From an optimization exercise on the open Yosys and OpenROAD flow, aimed at small area; shortcuts taken in it are not production practice.
At most, simulation tests tie the RTL to the original design; equivalence was not proved.
Function not checked in run 1: the RTL went through the layout flow alone.
No activity file was given, so power comes from the tool's default toggle rates.

===== flow/config.mk =====
export PLATFORM = sky130hd
export DESIGN_NAME = dresser_channel
export DESIGN_NICKNAME = dresser_channel
export VERILOG_FILES = /design/flow/design.v
export SDC_FILE = /design/flow/constraint.sdc
export NUM_CORES = 4
export LEC_CHECK = 0
export CAP_MARGIN = 20
export CORE_MARGIN = 2
export CORE_UTILIZATION = 40
export CTS_BUF_LIST = sky130_fd_sc_hd__clkbuf_4
export SLEW_MARGIN = 20

===== flow/constraint.sdc =====
create_clock -name core_clock -period 40.0 [get_ports {clk}]
set_input_delay 8.0000 -clock core_clock [delete_from_list [all_inputs] [get_ports {clk}]]
set_output_delay 8.0000 -clock core_clock [all_outputs]
set_load 0.01 [all_outputs]

===== flow/design.v =====
module dc_rca #(parameter W = 8) (
    input  wire [W-1:0] a,
    input  wire [W-1:0] b,
    input  wire         ci,
    output wire [W-1:0] s,
    output wire         co
);
    wire [W:0] c;
    assign c[0] = ci;
    genvar i;
    generate
        for (i = 0; i < W; i = i + 1) begin : g
            assign s[i]   = a[i] ^ b[i] ^ c[i];
            assign c[i+1] = (a[i] & b[i]) | (a[i] & c[i]) | (b[i] & c[i]);
        end
    endgenerate
    assign co = c[W];
endmodule
module dc_inc #(parameter W = 8) (
    input  wire [W-1:0] a,
    input  wire         ci,
    output wire [W-1:0] s,
    output wire         co
);
    wire [W:0] c;
    assign c[0] = ci;
    genvar i;
    generate
        for (i = 0; i < W; i = i + 1) begin : g
            assign s[i]   = a[i] ^ c[i];
            assign c[i+1] = a[i] & c[i];
        end
    endgenerate
    assign co = c[W];
endmodule
module sinc3_decimator (
    input  wire        clk,
    input  wire        rst,
    input  wire        enable,      
    input  wire [12:0] ratio,       
    input  wire        invert,
    input  wire        bit_valid,   
    input  wire        bit_in,
    output wire        win_end,     
    output wire [31:0] win_x,       
    output wire        sat_now      
);
    localparam W = 37;
    reg [W-1:0] i1, i2, i3;
    reg [W-1:0] z1, z2, z3;
    reg [12:0]  n;
    reg [1:0]   skip;               
    wire d = bit_in ^ invert;
    wire [W-1:0] i1n, i2n, i3n, c1, c2, c3;
    dc_rca #(W) u_i1 (.a(i1),  .b({{(W-1){~d}}, 1'b1}), .ci(1'b0), .s(i1n), .co());
    dc_rca #(W) u_i2 (.a(i2),  .b(i1n), .ci(1'b0), .s(i2n), .co());
    dc_rca #(W) u_i3 (.a(i3),  .b(i2n), .ci(1'b0), .s(i3n), .co());
    dc_rca #(W) u_c1 (.a(i3n), .b(~z1), .ci(1'b1), .s(c1),  .co());
    dc_rca #(W) u_c2 (.a(c1),  .b(~z2), .ci(1'b1), .s(c2),  .co());
    dc_rca #(W) u_c3 (.a(c2),  .b(~z3), .ci(1'b1), .s(c3),  .co());
    wire top   = c3[W-1] & (c3[W-2:0] == {(W-1){1'b0}}) & d;    
    wire over  = (~c3[W-1] & (|c3[W-2:31])) | top;
    wire under =  c3[W-1] & ~(&c3[W-2:31]) & ~top;
    assign win_x = over  ? 32'h7FFF_FFFF :
                   under ? 32'h8000_0000 : c3[31:0];
    wire [12:0] n1;
    dc_inc #(13) u_n (.a(n), .ci(1'b1), .s(n1), .co());
    wire last = (n1 == ratio);
    wire step = enable & bit_valid;
    assign win_end = step & last & (skip == 2'd0);
    assign sat_now = step & last & (over | under);
    always @(posedge clk) begin
        if (rst || !enable) begin
            i1 <= {W{1'b0}};
            i2 <= {W{1'b0}};
            i3 <= {W{1'b0}};
            z1 <= {W{1'b0}};
            z2 <= {W{1'b0}};
            z3 <= {W{1'b0}};
            n    <= 13'd0;
            skip <= 2'd2;
        end else if (bit_valid) begin
            i1 <= i1n;
            i2 <= i2n;
            i3 <= i3n;
            if (last) begin
                n  <= 13'd0;
                z1 <= i3n;
                z2 <= c1;
                z3 <= c2;
                if (skip != 2'd0)
                    skip <= {1'b0, skip[1]};    
            end else begin
                n <= n1;
            end
        end
    end
endmodule
module f32_scaler (
    input  wire        clk,
    input  wire        rst,
    input  wire        start,
    input  wire [31:0] x_in,
    input  wire [31:0] gain,
    input  wire [31:0] offset,
    output wire [31:0] x_out,
    output wire [31:0] y_out,
    output wire        fin,         
    output wire        of,
    output wire        nx
);
    reg [31:0] T;                   
    reg [33:0] A;                   
    reg [23:0] L;                   
    reg        stk;
    reg [23:0] OM;                  
    reg [7:0]  EG, EO;
    reg        SG, SO;
    reg [2:0]  K;                   
    reg [3:0]  cnt;                 
    reg [3:0]  it;                  
    reg        injd;                
    reg [2:0]  nls;                 
    assign x_out = T;
    assign y_out = A[31:0];
    wire        sx = T[31];
    wire [31:0] ax;
    dc_inc #(32) u_abs (.a(T ^ {32{sx}}), .ci(sx), .s(ax), .co());
    wire        zx = (T == 32'd0);
    wire        l4 = (ax[31:16] == 16'd0);
    wire [31:0] v1 = l4 ? {ax[15:0], 16'd0} : ax;
    wire        l3 = (v1[31:24] == 8'd0);
    wire [31:0] xn = l3 ? {v1[23:0], 8'd0} : v1;
    wire [4:0]  lzx = {l4, l3, 3'b000};
    wire [7:0] egu   = {EG[7:1], EG[0] | (EG == 8'd0)};
    wire [7:0] eou   = {EO[7:1], EO[0] | (EO == 8'd0)};
    wire       pzero = zx | (K == 3'd0);
    wire       ozero = (OM == 24'd0);
    wire       sp    = zx ? SG : (sx ^ SG);
    wire       neg   = SO ^ sp;
    wire [3:0]  k2;
    dc_rca #(4)  u_k2 (.a({1'b0, K}), .b(4'd2), .ci(1'b0), .s(k2), .co());
    wire [10:0] b_a, B, t;
    dc_rca #(11) u_b1 (.a({3'd0, egu}), .b({5'd0, k2, 2'b00}), .ci(1'b0), .s(b_a), .co());
    dc_rca #(11) u_b2 (.a(b_a), .b(~{6'd0, lzx}), .ci(1'b1), .s(B), .co());
    dc_rca #(11) u_t  (.a({3'd0, eou}), .b(~B), .ci(1'b1), .s(t), .co());
    wire        otop = ~pzero & ~t[10] & (t != 11'd0);    
    wire [10:0] t3;
    dc_rca #(11) u_t3 (.a(t), .b(11'd3), .ci(1'b0), .s(t3), .co());
    wire [8:0]  e4 = t3[10:2];
    wire [8:0]  e4k;
    dc_rca #(9)  u_ek (.a(e4), .b({6'd0, K}), .ci(1'b0), .s(e4k), .co());
    wire        clamp = (e4k[8:4] != 5'd0) || (e4k[3:1] == 3'b111);    
    wire [3:0]  k13;
    dc_rca #(4)  u_13 (.a(4'd13), .b(~{1'b0, K}), .ci(1'b1), .s(k13), .co());
    wire [1:0]  r  = (otop & ~clamp) ? {t[1] ^ t[0], t[0]} : 2'd0;    
    wire [3:0]  e  = ~otop ? 4'd0 : clamp ? k13 : e4[3:0];
    wire [10:0] w;                                        
    dc_rca #(11) u_w (.a(t), .b(11'd8), .ci(1'b0), .s(w), .co());
    wire        q_hi  = ~w[10];                           
    wire        q_low = (w[10:6] != 5'b11111) || (w[5:0] < 6'd16);    
    wire [3:0]  nw;                                       
    dc_rca #(4)  u_nw (.a(~w[5:2]), .b(4'd0), .ci(1'b1), .s(nw), .co());
    reg [3:0] n_inj;                
    reg [3:0] a;                    
    always @(*) begin
        if (pzero) begin
            n_inj = 4'd0;
            a     = 4'd8;
        end else if (otop) begin
            n_inj = 4'd1;
            a     = (r == 2'd0) ? 4'd12 : {2'b10, t[1:0]};    
        end else if (q_hi) begin
            n_inj = 4'd0;
            a     = w[3:0];
        end else if (q_low) begin
            n_inj = 4'd12;
            a     = 4'd0;
        end else begin
            n_inj = nw;
            a     = {2'b00, t[1:0]};
        end
    end
    wire [3:0] ke;
    dc_rca #(4) u_ke (.a({1'b0, K}), .b(e), .ci(1'b0), .s(ke), .co());
    wire [3:0] J = pzero ? 4'd0 : ((n_inj > ke) ? n_inj : ke);
    wire [8:0] eo_r;
    dc_rca #(9) u_eo (.a({1'b0, eou}), .b({7'd0, r}), .ci(1'b0), .s(eo_r), .co());
    wire [8:0] E  = (pzero | otop) ? eo_r : B[8:0];
    wire [8:0] Ec;                                        
    dc_rca #(9) u_ec (.a(E), .b(~{2'd0, nls, 4'b0000}), .ci(1'b1), .s(Ec), .co());
    wire       act     = (cnt != 4'd0) && (cnt != 4'd14);
    wire       iter    = act && (it != J);
    wire [3:0] nrem;
    dc_rca #(4) u_nr (.a(J), .b(~it), .ci(1'b1), .s(nrem), .co());
    wire       is_pre  = nrem > ke;
    wire       is_mult = !is_pre && (nrem > e);
    wire       inj_now = act && !injd && (iter ? (nrem == n_inj) : (n_inj == 4'd0));
    wire       shift   = iter && !(inj_now && is_mult);
    wire       do_mult = shift && is_mult;
    wire [3:0]  m   = do_mult ? L[3:0] : 4'd0;
    wire [37:0] oa  = {14'd0, OM} << a;
    wire [37:0] r0  = inj_now ? (oa ^ {38{neg}}) : (m[0] ? {6'd0, xn} : 38'd0);
    wire [37:0] r1  = m[1] ? {5'd0, xn, 1'b0} : 38'd0;
    wire [37:0] r2  = m[2] ? {4'd0, xn, 2'b0} : 38'd0;
    wire [37:0] r3  = m[3] ? {3'd0, xn, 3'b0} : 38'd0;
    wire [37:0] s1, s2, s3, sum;
    dc_rca #(38) u_s1 (.a({{4{A[33]}}, A}), .b(r0), .ci(inj_now & neg), .s(s1), .co());
    dc_rca #(38) u_s2 (.a(s1), .b(r1), .ci(1'b0), .s(s2), .co());
    dc_rca #(38) u_s3 (.a(s2), .b(r2), .ci(1'b0), .s(s3), .co());
    dc_rca #(38) u_s4 (.a(s3), .b(r3), .ci(1'b0), .s(sum), .co());
    wire lsh_ok = injd && ((A[33:17] == 17'd0) || (A[33:17] == 17'h1FFFF)) &&
                  (Ec[8:4] != 5'd0);
    wire [57:0] R  = {A, L};
    wire        s  = R[57];
    wire [15:0] V16 = R[56:41] ^ {16{s}};
    reg [3:0] lz16;
    integer i;
    always @(*) begin
        lz16 = 4'd15;
        for (i = 42; i <= 56; i = i + 1)
            if (V16[i-41])
                lz16 = 56 - i;
    end
    wire [3:0]  lze  = ((Ec[8:4] == 5'd0) && (Ec[3:0] < lz16)) ? Ec[3:0] : lz16;
    wire [39:0] Rt   = R[56:17];
    wire [39:0] Rs   = Rt << lze;
    wire [23:0] kept = Rs[39:16] ^ {24{s}};
    wire        gV   = Rs[15] ^ s;
    wire [14:0] mask = 15'h7FFF >> lze;
    wire        Z    = (R[16:0] == 17'd0) && ((R[31:17] & mask) == 15'd0) && !stk;
    wire        ru   = s ? (gV | (Z & kept[0])) : (gV & (~Z | kept[0]));
    wire        inexact = (gV ^ s) | ~Z;
    wire [24:0] inc;
    dc_inc #(24) u_inc (.a(kept), .ci(ru), .s(inc[23:0]), .co(inc[24]));
    wire [8:0]  ex;
    dc_rca #(9)  u_ex (.a(Ec), .b(~{5'd0, lze}), .ci(1'b1), .s(ex), .co());
    wire [9:0]  expo;
    dc_rca #(10) u_xp (.a({1'b0, ex}), .b({8'd0, inc[24:23]}), .ci(1'b0), .s(expo), .co());
    wire        ovf  = (expo[9:8] != 2'd0) || (expo[7:0] == 8'hFF);
    wire        rzero = (R == 58'd0) && !stk;
    wire        rs   = sp ^ s;
    wire [31:0] y = rzero ? {pzero & ozero & sp & SO, 31'd0} :
                    ovf   ? {rs, 31'h7F80_0000} : {rs, expo[7:0], inc[22:0]};
    assign fin = (cnt == 4'd14);
    assign of  = !rzero & ovf;
    assign nx  = !rzero & (ovf | inexact);
    wire [23:0] mg_in = {gain[30:23] != 8'd0, gain[22:0]};
    wire [2:0]  k_in  = (mg_in[23:20] != 4'd0) ? 3'd6 :
                        (mg_in[19:16] != 4'd0) ? 3'd5 :
                        (mg_in[15:12] != 4'd0) ? 3'd4 :
                        (mg_in[11:8]  != 4'd0) ? 3'd3 :
                        (mg_in[7:4]   != 4'd0) ? 3'd2 :
                        (mg_in[3:0]   != 4'd0) ? 3'd1 : 3'd0;
    wire [3:0] cnt1, it1;
    wire [2:0] nls1;
    dc_inc #(4) u_cn (.a(cnt), .ci(1'b1), .s(cnt1), .co());
    dc_inc #(4) u_it (.a(it),  .ci(1'b1), .s(it1),  .co());
    dc_inc #(3) u_nl (.a(nls), .ci(1'b1), .s(nls1), .co());
    always @(posedge clk) begin
        if (rst) begin
            cnt <= 4'd0;
        end else if (start) begin
            cnt <= 4'd1;
        end else if (fin) begin
            cnt <= 4'd0;
        end else if (cnt != 4'd0) begin
            cnt <= cnt1;
        end
    end
    always @(posedge clk) begin
        if (start) begin
            T    <= x_in;
            A    <= 34'd0;
            L    <= mg_in;
            stk  <= 1'b0;
            OM   <= {offset[30:23] != 8'd0, offset[22:0]};
            EG   <= gain[30:23];
            EO   <= offset[30:23];
            SG   <= gain[31];
            SO   <= offset[31];
            K    <= k_in;
            it   <= 4'd0;
            injd <= 1'b0;
            nls  <= 3'd0;
        end else if (fin) begin
            A[31:0] <= y;
        end else if (act) begin
            if (inj_now)
                injd <= 1'b1;
            if (shift) begin
                A  <= sum[37:4];
                it <= it1;
                if (is_pre) begin
                    stk <= stk | (|sum[3:0]);
                end else begin
                    L <= {sum[3:0], L[23:4]};
                    if (!is_mult)
                        stk <= stk | (|L[3:0]);
                end
            end else if (inj_now) begin
                A <= sum[33:0];
                if (pzero)
                    L <= 24'd0;
            end else if (!iter && lsh_ok) begin
                A   <= {A[17:0], L[23:8]};
                L   <= {L[7:0], 16'd0};
                nls <= nls1;
            end
        end
    end
endmodule
module dresser_channel (
    input  wire        clk,
    input  wire        rst,           
    input  wire        enable,
    input  wire [12:0] ratio,
    input  wire        invert,
    input  wire        bit_valid,
    input  wire        bit_in,
    input  wire        gain_we,
    input  wire        offset_we,
    input  wire [31:0] coef_wdata,
    input  wire        apply,
    input  wire [2:0]  flags_clr,
    output reg         result_valid,
    output wire [31:0] result_y,
    output wire [31:0] result_x,
    output reg  [2:0]  flags
);
    localparam [31:0] ONE = 32'h3F80_0000;
    reg [31:0] gain_stage, offset_stage;
    reg [31:0] gain_act, offset_act;
    always @(posedge clk) begin
        if (rst) begin
            gain_stage   <= ONE;
            offset_stage <= 32'd0;
            gain_act     <= ONE;
            offset_act   <= 32'd0;
        end else begin
            if (gain_we)
                gain_stage <= coef_wdata;
            if (offset_we)
                offset_stage <= coef_wdata;
            if (apply) begin
                gain_act   <= gain_stage;
                offset_act <= offset_stage;
            end
        end
    end
    wire        win_end, sat_now;
    wire [31:0] win_x;
    sinc3_decimator u_dec (
        .clk       (clk),
        .rst       (rst),
        .enable    (enable),
        .ratio     (ratio),
        .invert    (invert),
        .bit_valid (bit_valid),
        .bit_in    (bit_in),
        .win_end   (win_end),
        .win_x     (win_x),
        .sat_now   (sat_now)
    );
    wire fin, of, nx;
    f32_scaler u_scale (
        .clk    (clk),
        .rst    (rst),
        .start  (win_end),
        .x_in   (win_x),
        .gain   (gain_act),
        .offset (offset_act),
        .x_out  (result_x),
        .y_out  (result_y),
        .fin    (fin),
        .of     (of),
        .nx     (nx)
    );
    always @(posedge clk) begin
        if (rst) begin
            result_valid <= 1'b0;
            flags        <= 3'd0;
        end else begin
            result_valid <= fin;
            flags <= (flags & ~flags_clr) | {sat_now, fin & of, fin & nx};
        end
    end
endmodule

===== flow/run.sh =====
#!/bin/bash
# synth_recipe.tcl (not shown) runs the flow's synth.tcl, then flattens the netlist and writes it again
# the make line also repeats each setting of config.mk as NAME=value (left out here)
make -C /OpenROAD-flow-scripts/flow DESIGN_CONFIG=/design/flow/config.mk WORK_HOME=/design/flow/orfs CLKGATE_MAP_FILE= SYNTH_SCRIPT=/design/flow/synth_recipe.tcl finish

==> run notes, run 1 <==
Simple-Gate Fraction of Synth Area 12.5%; CTS Buf Count roughly 140; clock root buffer clkbuf_4; Pre-Repair DR Iteration Count 6; Post-Route WL 99.8 mm; CORE AREA just over 90,000 um^2; Adder-Cell Fraction of Synth Area 25.2%; Setup crit start kind register; area grow syn2layout 10.4%; die area around 95,000 um^2; DP HPWL between 70 and 80 mm; CTS sink cnt between 500 and 600; hold slack final approximately 0.42 ns; Synth Area in XOR/XNOR roughly 3.6%; largest net degree at the start of global routing about 110; number of synthesized register bits between 500 and 600; worst path required time roughly 40 ns; CTS tree yes; Setup Total Neg Slack 0 ns; Tot Pwr approximately 2500 uW; DRT antenna net count 0; crit-path most repeated cell fa_1; fin area 41,000 um^2; Final Max Slew Viols 0; area leader, netlist dfxtp_1; worst setup margin roughly 3.3 ns; Post-synth EDFFs ~100; share of layout cells above drive strength 1 under 10%; dpl cell area roughly 40,000 um^2; total track usage around a fifth; Core Rows around 110; Tmin final ~37 ns; Hold-fix buffers, CTS 0; Vias/cell around 5.2; initial DRC count approximately 2,100; largest family of logic cells by synthesized area adder cells; RSZ-0062 raised after global routing no; Final Wtd Congestion between 0.9 and 1; Post-synth ARST share 0%; gate count of the mapped netlist 3,850; status no timing/DRC/antenna violations; die extent in x 309 um; Unique masters post-synth a little over 90; PortBufs around 120; Die Y around 310 um; Synth Flop Type dfxtp_1; clk slew on worst S/H paths approximately 0.070 ns; Mapped Area about 37,000 um^2; register area share after synthesis approximately 31%; drt drc 0; Synth area leaders dfxtp_1 22%, fa_1 20%, mux2i_1 10%; Hold WC Path Type reg -> reg; PwrDens slightly above 60 nW/um^2; multiplexer share of the synthesized area between 10 and 15%; fin nets ~4,500; syn_nets roughly 4,400; Max Fclk approximately 0.027 GHz; maximum clock path buffer count 3; Slowest cell on crit path and3_1; Post-Route Skew 0.0952 ns; synthesis warning total 3; cts repair resizes 0; Avg Cell Area, Syn 9.65 um^2; Ports between 100 and 150; postcts setup bufs 0; Static Leak 0.0176 uW; Synth Area in Compound Gates between 10% and 20%; Slew Limit Headroom between 20% and 30%; initial core utilization between 40 and 50%; worst skew pair latency about 0.99 ns; number of global-route vias before repair about 28,000; antenna violations before repair 4; Fin. Hold Viols 0; Critical Path Max Stage Delay ~0.74 ns; post-DR wirelength/cell roughly 19 um; # Max-Cap Violations 0; final period utilization 91.7%; worst slack at placement 3.44 ns; worst-path fanout max 34; share of the synthesized area in the top cell type 22.4%; H-Tree Depth 4; global route overflow 0; crit path capture type register; Final Setup Violations 0; global-route wire length before repair around 160 mm; Slew @ Worst Pin 1.12 ns; Critical Path AT roughly 37 ns; via count 27,491; Worst Setup Path Type reg -> reg; Worst VDD drop 0.0329 mV
-- where the power goes --
group	switching, uW	internal [uW]	total (uW)
Clock	229	272	501
Combinational	786	554	1340
Sequential	103	600	702
Total	1120	1430	2540
-- cell usage after synthesis, types with 9 or more instances --
cell,count
a211oi_1,137
a21o_1,43
a21oi_1,190
a31oi_1,10
and2_1,9
and3_1,16
buf_1,31
buf_2,38
buf_4,47
clkbuf_1,141
dfxtp_1,416
edfxtp_1,101
fa_1,364
ha_1,165
inv_1,348
mux2i_1,383
nand2_1,245
nand2b_1,21
nand3_1,64
nand4_1,22
nor2_1,502
nor3_1,59
nor4_1,43
o211ai_1,12
o21ai_0,62
o21ai_1,30
o22ai_1,37
or2_2,16
or4_1,10
xnor2_1,69
xor2_1,76
-- per-stage QoR --
step,cells,utilization [%]
after global routing,5247,44.7
final,5247,44.7
after CTS,5244,44.6
after global placement,4995,42.6
after floorplan,3850,-
after detailed placement,4995,42.6
-- cells in the final DEF (no fill, tap or decap), types with 21 or more instances in the layout --
master / Yosys / layout
xor2_1: 76 / 74
clkdlybuf4s50_1: 0 / 119
ha_1: 165 / 165
mux2i_1: 383 / 382
clkbuf_4: 0 / 216
nor2_1: 502 / 502
dfxtp_1: 416 / 416
o22ai_1: 37 / 37
xnor2_1: 69 / 69
o21ai_0: 62 / 62
o21ai_1: 30 / 28
edfxtp_1: 101 / 101
nor4_1: 43 / 43
a21oi_1: 190 / 188
nand3_1: 64 / 64
inv_1: 348 / 348
nand2_1: 245 / 244
a211oi_1: 137 / 137
nor3_1: 59 / 57
nand4_1: 22 / 22
a21o_1: 43 / 43
buf_4: 47 / 40
fa_1: 364 / 364
nand2b_1: 21 / 21
-- logic make-up after synthesis --
logic type,after synthesis
compound gates,598
xor+xnor,148
fa+ha+maj,529
buf+inv,614
flops,517
mux,395
simple gates,1049
-- registers in the layout, summed over array words and instances (netlist names), 34 cells and up --
signal	flops
u_dec.z3	37
u_dec.z1	37
u_dec.i2	37
u_scale.A	34
u_dec.i1	37
u_dec.z2	37
u_dec.i3	37
-- final cells by class --
class	count	area (um^2)
timing repair buffer	164	1540
antenna	2	5.00
clock buffer	216	1620
tap	1243	1560
fill	8890	50800
clock inverter	33	258
inverter	353	1330
multi-input combinational	2719	23300
sequential	517	11400
-- worst max-delay path: cells and delay by family, from the launching register on --
family | cells | cell delay, ns
fa+ha+maj | 88 | 27.23
simple gates | 9 | 2.74
compound gates | 12 | 2.52
buf+inv | 15 | 2.24
xor+xnor | 7 | 1.19
flops | 1 | 0.32
mux | 2 | 0.25
-- metal layers --
metal / GRT usage (%) / up-vias / part of all wire, %
met2: 35.5 / 735 / 48
li1: - / 13221 / -
met4: 6.83 / 4 / 2.9
met1: 26.5 / 13341 / 42
met5: 0 / - / 0.032
met3: 5.93 / 190 / 7.2
-- worst paths after layout --
path	endpoint	from	cells past startpoint	slack [ns]
setup / recovery	u_scale.A[33]	u_scale.T[31]	133	3.31
hold / removal	u_scale.OM[4]	offset_act[4]	0	0.42
setup reg to reg	u_scale.A[33]	u_scale.T[31]	133	3.31
hold reg to reg	u_scale.OM[4]	offset_act[4]	0	0.42
==> inputs of run 2 (changes only) <==
--- a/flow/design.v
+++ b/flow/design.v
@@ -46,5 +46,5 @@
     output wire        sat_now      
 );
-    localparam W = 37;
+    localparam W = 38;
     reg [W-1:0] i1, i2, i3;
     reg [W-1:0] z1, z2, z3;
@@ -59,7 +59,6 @@
     dc_rca #(W) u_c2 (.a(c1),  .b(~z2), .ci(1'b1), .s(c2),  .co());
     dc_rca #(W) u_c3 (.a(c2),  .b(~z3), .ci(1'b1), .s(c3),  .co());
-    wire top   = c3[W-1] & (c3[W-2:0] == {(W-1){1'b0}}) & d;    
-    wire over  = (~c3[W-1] & (|c3[W-2:31])) | top;
-    wire under =  c3[W-1] & ~(&c3[W-2:31]) & ~top;
+    wire over  = ~c3[W-1] & (|c3[W-2:31]);
+    wire under =  c3[W-1] & ~(&c3[W-2:31]);
     assign win_x = over  ? 32'h7FFF_FFFF :
                    under ? 32'h8000_0000 : c3[31:0];
@@ -131,6 +130,12 @@
     wire [31:0] v1 = l4 ? {ax[15:0], 16'd0} : ax;
     wire        l3 = (v1[31:24] == 8'd0);
-    wire [31:0] xn = l3 ? {v1[23:0], 8'd0} : v1;
-    wire [4:0]  lzx = {l4, l3, 3'b000};
+    wire [31:0] v2 = l3 ? {v1[23:0], 8'd0} : v1;
+    wire        l2 = (v2[31:28] == 4'd0);
+    wire [31:0] v3 = l2 ? {v2[27:0], 4'd0} : v2;
+    wire        l1 = (v3[31:30] == 2'd0);
+    wire [31:0] v4 = l1 ? {v3[29:0], 2'd0} : v3;
+    wire        l0 = ~v4[31];
+    wire [31:0] xn = l0 ? {v4[30:0], 1'b0} : v4;
+    wire [4:0]  lzx = {l4, l3, l2, l1, l0};
     wire [7:0] egu   = {EG[7:1], EG[0] | (EG == 8'd0)};
     wire [7:0] eou   = {EO[7:1], EO[0] | (EO == 8'd0)};
@@ -189,5 +194,5 @@
     wire [8:0] E  = (pzero | otop) ? eo_r : B[8:0];
     wire [8:0] Ec;                                        
-    dc_rca #(9) u_ec (.a(E), .b(~{2'd0, nls, 4'b0000}), .ci(1'b1), .s(Ec), .co());
+    dc_rca #(9) u_ec (.a(E), .b(~{3'd0, nls, 3'b000}), .ci(1'b1), .s(Ec), .co());
     wire       act     = (cnt != 4'd0) && (cnt != 4'd14);
     wire       iter    = act && (it != J);
@@ -210,24 +215,24 @@
     dc_rca #(38) u_s3 (.a(s2), .b(r2), .ci(1'b0), .s(s3), .co());
     dc_rca #(38) u_s4 (.a(s3), .b(r3), .ci(1'b0), .s(sum), .co());
-    wire lsh_ok = injd && ((A[33:17] == 17'd0) || (A[33:17] == 17'h1FFFF)) &&
-                  (Ec[8:4] != 5'd0);
+    wire lsh_ok = injd && ((A[33:25] == 9'd0) || (A[33:25] == 9'h1FF)) &&
+                  (Ec[8:3] != 6'd0);
     wire [57:0] R  = {A, L};
     wire        s  = R[57];
-    wire [15:0] V16 = R[56:41] ^ {16{s}};
-    reg [3:0] lz16;
+    wire [8:0]  V9 = R[56:48] ^ {9{s}};
+    reg [3:0] lz9;
     integer i;
     always @(*) begin
-        lz16 = 4'd15;
-        for (i = 42; i <= 56; i = i + 1)
-            if (V16[i-41])
-                lz16 = 56 - i;
+        lz9 = 4'd8;
+        for (i = 48; i <= 56; i = i + 1)
+            if (V9[i-48])
+                lz9 = 56 - i;
     end
-    wire [3:0]  lze  = ((Ec[8:4] == 5'd0) && (Ec[3:0] < lz16)) ? Ec[3:0] : lz16;
-    wire [39:0] Rt   = R[56:17];
-    wire [39:0] Rs   = Rt << lze;
-    wire [23:0] kept = Rs[39:16] ^ {24{s}};
-    wire        gV   = Rs[15] ^ s;
-    wire [14:0] mask = 15'h7FFF >> lze;
-    wire        Z    = (R[16:0] == 17'd0) && ((R[31:17] & mask) == 15'd0) && !stk;
+    wire [3:0]  lze  = ((Ec[8:3] == 6'd0) && (Ec[2:0] < lz9)) ? {1'b0, Ec[2:0]} : lz9;
+    wire [32:0] Rt   = R[56:24];
+    wire [32:0] Rs   = Rt << lze;
+    wire [23:0] kept = Rs[32:9] ^ {24{s}};
+    wire        gV   = Rs[8] ^ s;
+    wire [7:0]  mask = 8'hFF >> lze;
+    wire        Z    = (R[23:0] == 24'd0) && ((R[31:24] & mask) == 8'd0) && !stk;
     wire        ru   = s ? (gV | (Z & kept[0])) : (gV & (~Z | kept[0]));
     wire        inexact = (gV ^ s) | ~Z;
@@ -304,6 +309,6 @@
                     L <= 24'd0;
             end else if (!iter && lsh_ok) begin
-                A   <= {A[17:0], L[23:8]};
-                L   <= {L[7:0], 16'd0};
+                A   <= {A[25:0], L[23:16]};
+                L   <= {L[15:0], 8'd0};
                 nls <= nls1;
             end
--- a/flow/config.mk
+++ b/flow/config.mk
@@ -9,4 +9,3 @@
 export CORE_MARGIN = 2
 export CORE_UTILIZATION = 40
-export CTS_BUF_LIST = sky130_fd_sc_hd__clkbuf_4
 export SLEW_MARGIN = 20
==> run 2 against run 1 <==
Against the previous run:
- area after synthesis grew 2.1%
- critical path depth is the same
- final cell count shrank 0.65%
- combinational power shrank 9%
- design area grew 2.6%
- core utilization grew 0.26 points
==> run notes, run 2 <==
worst skew pair latency 0.66 ns (-0.33 ns); clk slew on worst S/H paths 0.08 ns (about the same); Final Wtd Congestion 0.963 (+3.8%); syn_nets 4,542 (+2.4%); crit-path most repeated cell fa_1; Pre-Repair DR Iteration Count 5 (-1); Synth Flop Type dfxtp_1; register area share after synthesis 30.3% (-0.31 points); share of the synthesized area in the top cell type 22.3% (-0.15 points); R2R Setup Slk 1.86 ns (-1.46 ns); worst slack at placement 0.967 ns (-2.47 ns); DP HPWL 77.5 mm (+2.6%); share of layout cells above drive strength 1 5.99% (-2.6 points); antenna violations before repair 0 (-4); Slew @ Worst Pin 1.13 ns (+0.00875 ns); die area 97,300 um^2 (+2.1%); post-DR wirelength/cell 20.0 um (+5.0%); Tmin final 38.14 ns (+1.46 ns); Post-Route WL 104 mm (+4.3%); Worst VDD drop 0.0386 mV (+17%); fin nets 4,505 (+0.49%); Static Leak 0.0174 uW (-0.86%); Final Setup Violations 0 (unchanged); hold depth 0 (unchanged); Fin. Hold Viols 0 (unchanged); worst path required time 40.54 ns (-0.25 ns); largest net degree at the start of global routing 193 (+82%); most common cell in the netlist nor2_1; final design utilization 44.9% (+0.26 points); clock root buffer clkbuf_16; Ports 125 (unchanged); global-route wire length before repair 163 mm (+4.0%); Hold Crit Start offset_act[11]; die extent in x 312 um (+1.0%); Slowest cell on crit path or4b_1; most common cell after layout, fill and taps aside nor2_1; drt drc 0 (unchanged); Mapped Area 37,900 um^2 (+2.1%); Critical Path AT 38.69 ns (+1.22 ns); area leader, netlist dfxtp_1; fin area 42,100 um^2 (+2.6%); Hold WC Path Type reg -> reg; Hold-fix buffers, CTS 0 (unchanged); Post-Route Skew 0.0451 ns (-0.0502 ns); Post-synth ARST share 0% (unchanged); CORE AREA 93,600 um^2 (+2.0%); worst-path fanout max 31 (-8.8%); total track usage 21.1% (-0.16 points); area grow syn2layout 10.9%; maximum clock path buffer count 3 (unchanged); Setup Total Neg Slack 0 ns (unchanged); worst setup margin 1.86 ns (-1.46 ns); Slew Limit Headroom 23.9% (-1.6 points); H-Tree Depth 2 (-2); PwrDens 58.2 nW/um^2 (-6.1%); Die Y 312 um (+1.0%); CTS sink cnt 523 (+1.2%); Max Fclk 0.0262 GHz (-3.8%); PortBufs 124 (unchanged); Synth area leaders dfxtp_1 22%, fa_1 20%, mux2i_1 8.1%; dpl cell area 40,000 um^2 (+2.3%); n_diodes 0 (-2); crit path capture type register; RSZ-0062 raised after global routing no; Final Max Slew Viols 0 (unchanged); cells on worst reg2reg path 133 (unchanged); Vias/cell 5.47 (+4.3%); initial DRC count 2,472 (+19%); number of global-route vias before repair 27,849 (+0.20%); synth cell count leaders 507 x nor2_1, 422 x dfxtp_1, 374 x fa_1; final period utilization 95.4% (+3.6 points); Setup crit start kind register; Worst Setup Path Type reg -> reg; reg2reg start u_scale.T[31]; CTS Buf Count 58 (-59%); Critical Path Max Stage Delay 0.66 ns (-0.08 ns); DRT antenna net count 0 (unchanged); Core Rows 112 (+0.90%); global route overflow 0 (unchanged); Post-synth EDFFs 101 (unchanged); status no timing/DRC/antenna violations; synthesis warning total 3 (unchanged); hold slack final 0.419 ns (+0.000155 ns); reg2reg end u_scale.A[33]; gate count of the mapped netlist 3,946 (+2.5%); number of synthesized register bits 523 (+1.2%); # Max-Cap Violations 0 (unchanged); most frequent cells in the layout 506 x nor2_1, 422 x dfxtp_1, 374 x fa_1; Hold Path End u_scale.OM[11]; via count 28,493 (+3.6%); initial core utilization 40.5% (+0.055 points); Avg Cell Area, Syn 9.61 um^2 (-0.38%); CTS tree yes; Unique masters post-synth 91 (unchanged)
-- run 2: cell count changes in the layout (fill, tap and decap cells not counted), sizes merged, moves of 18 or more --
| cell | before | now |
|---|---|---|
| o21ai | 93 | 148 |
| a211oi | 139 | 161 |
| a21oi | 190 | 172 |
| inv | 358 | 304 |
| nand3 | 64 | 84 |
| mux2 | 8 | 26 |
| clkbuf | 216 | 71 |
| a21o | 43 | 10 |
| mux2i | 385 | 307 |
| a211o | 1 | 23 |
| a22o | 1 | 20 |
| nor2b | 8 | 31 |
| a221oi | 9 | 39 |
-- run 2: worst max path at each step --
stage             startpoint             to  cells after the start
2_1_floorplan  u_scale.T[31]  u_scale.A[33]                    140
3_3_place_gp   u_scale.T[31]  u_scale.A[33]                    133
3_5_place_dp   u_scale.T[31]  u_scale.A[33]                    133
4_1_cts        u_scale.T[31]  u_scale.A[33]                    133
5_1_grt        u_scale.T[31]  u_scale.A[33]                    133
6_report       u_scale.T[31]  u_scale.A[33]                    133
-- run 2: report_power, final --
group          internal, uW  switching [uW]
clock network           314             236
logic                   492             727
registers               598            82.1
-- run 2: critical path: cells and delay by family (launching register included) --
kind | cells | cell delay, ns
muxes | 1 | 0.42
DFF | 1 | 0.48
buffers and inverters | 14 | 2.00
adders and majority gates | 90 | 28.42
AOI/OAI and AO/OA | 14 | 2.88
and+or+nand+nor | 9 | 3.01
xor gates and xnor gates | 5 | 0.80
-- run 2: cell families (layout without fill, tap and decap cells) --
kind of cell | count (synthesis) | after routing | share of synthesized area, %
and+or+nand+nor | 1085 | 1085 | 12.8
AOI/OAI and AO/OA | 739 | 739 | 13.0
buffers and inverters | 578 | 591 | 6.23
adders and majority gates | 539 | 539 | 25.2
DFF | 523 | 523 | 30.3
muxes | 338 | 338 | 9.17
xor gates and xnor gates | 144 | 144 | 3.36
-- run 2: repair_timing --
item	in CTS	in global routing
gates resized for setup	0	6
endpoints found under the setup margin	0	4
setup buffers	0	3
endpoints found under the hold margin	0	0
-- run 2: area by class of cell --
cell class                 count  area (um^2)
inverter                     300         1130
tap                         1254         1570
timing repair buffer         181         1710
multi-input combinational   2845        24200
fill                        9026        51600
sequential                   523        11500
clock buffer                  71         1560
clock inverter                39          414
-- run 2: per-layer routing --
metal  track usage, %  share of wire (%)  vias to the layer above  routed length, um
met5                0                  0                        -                  0
met4             7.10                3.4                        0               3540
met3             2.68                5.1                      192               5300
met2             34.3                 46                      830              48300
met1             29.1                 45                    13910              47100
li1                 -                  -                    13561                  -
-- run 2: stage by stage --
| step | std cells | power [uW] |
|---|---|---|
| finish | 5213 | 2450 |
| global route | 5213 | 2630 |
| CTS | 5209 | 2460 |
| detailed placement | 5099 | 1900 |
| global placement | 5099 | 1890 |
| floorplan | 3946 | 1550 |

-- afterwards: timing with drivers on the ports --
In the flow no input, the clock included, has a driving cell. The finished layouts below were timed again as built, in two steps. Step 1 (the two cells are an assumption about what drives the block):
set clk [get_ports {clk}]
set_driving_cell -lib_cell sky130_fd_sc_hd__clkbuf_16 $clk
set_driving_cell -lib_cell sky130_fd_sc_hd__buf_2 [delete_from_list [all_inputs] $clk]
Step 2 times the ports against the registers' clock, not the clock port: input delays grow and output delays shrink by t, the midpoint of the rising clock arrivals with the driver on. Three values: ideal, step 1, step 2; two values: the first two.
run | shift t [ns] | slack for setup (ns) | worst slew at a driven data input, ns
run 1 | 1.008 | 3.313 / 3.313 / 3.313 | 0.10
run 2 | 0.698 | 1.855 / 1.855 / 1.855 | 0.07
After both steps setup and hold are still met in every run listed.
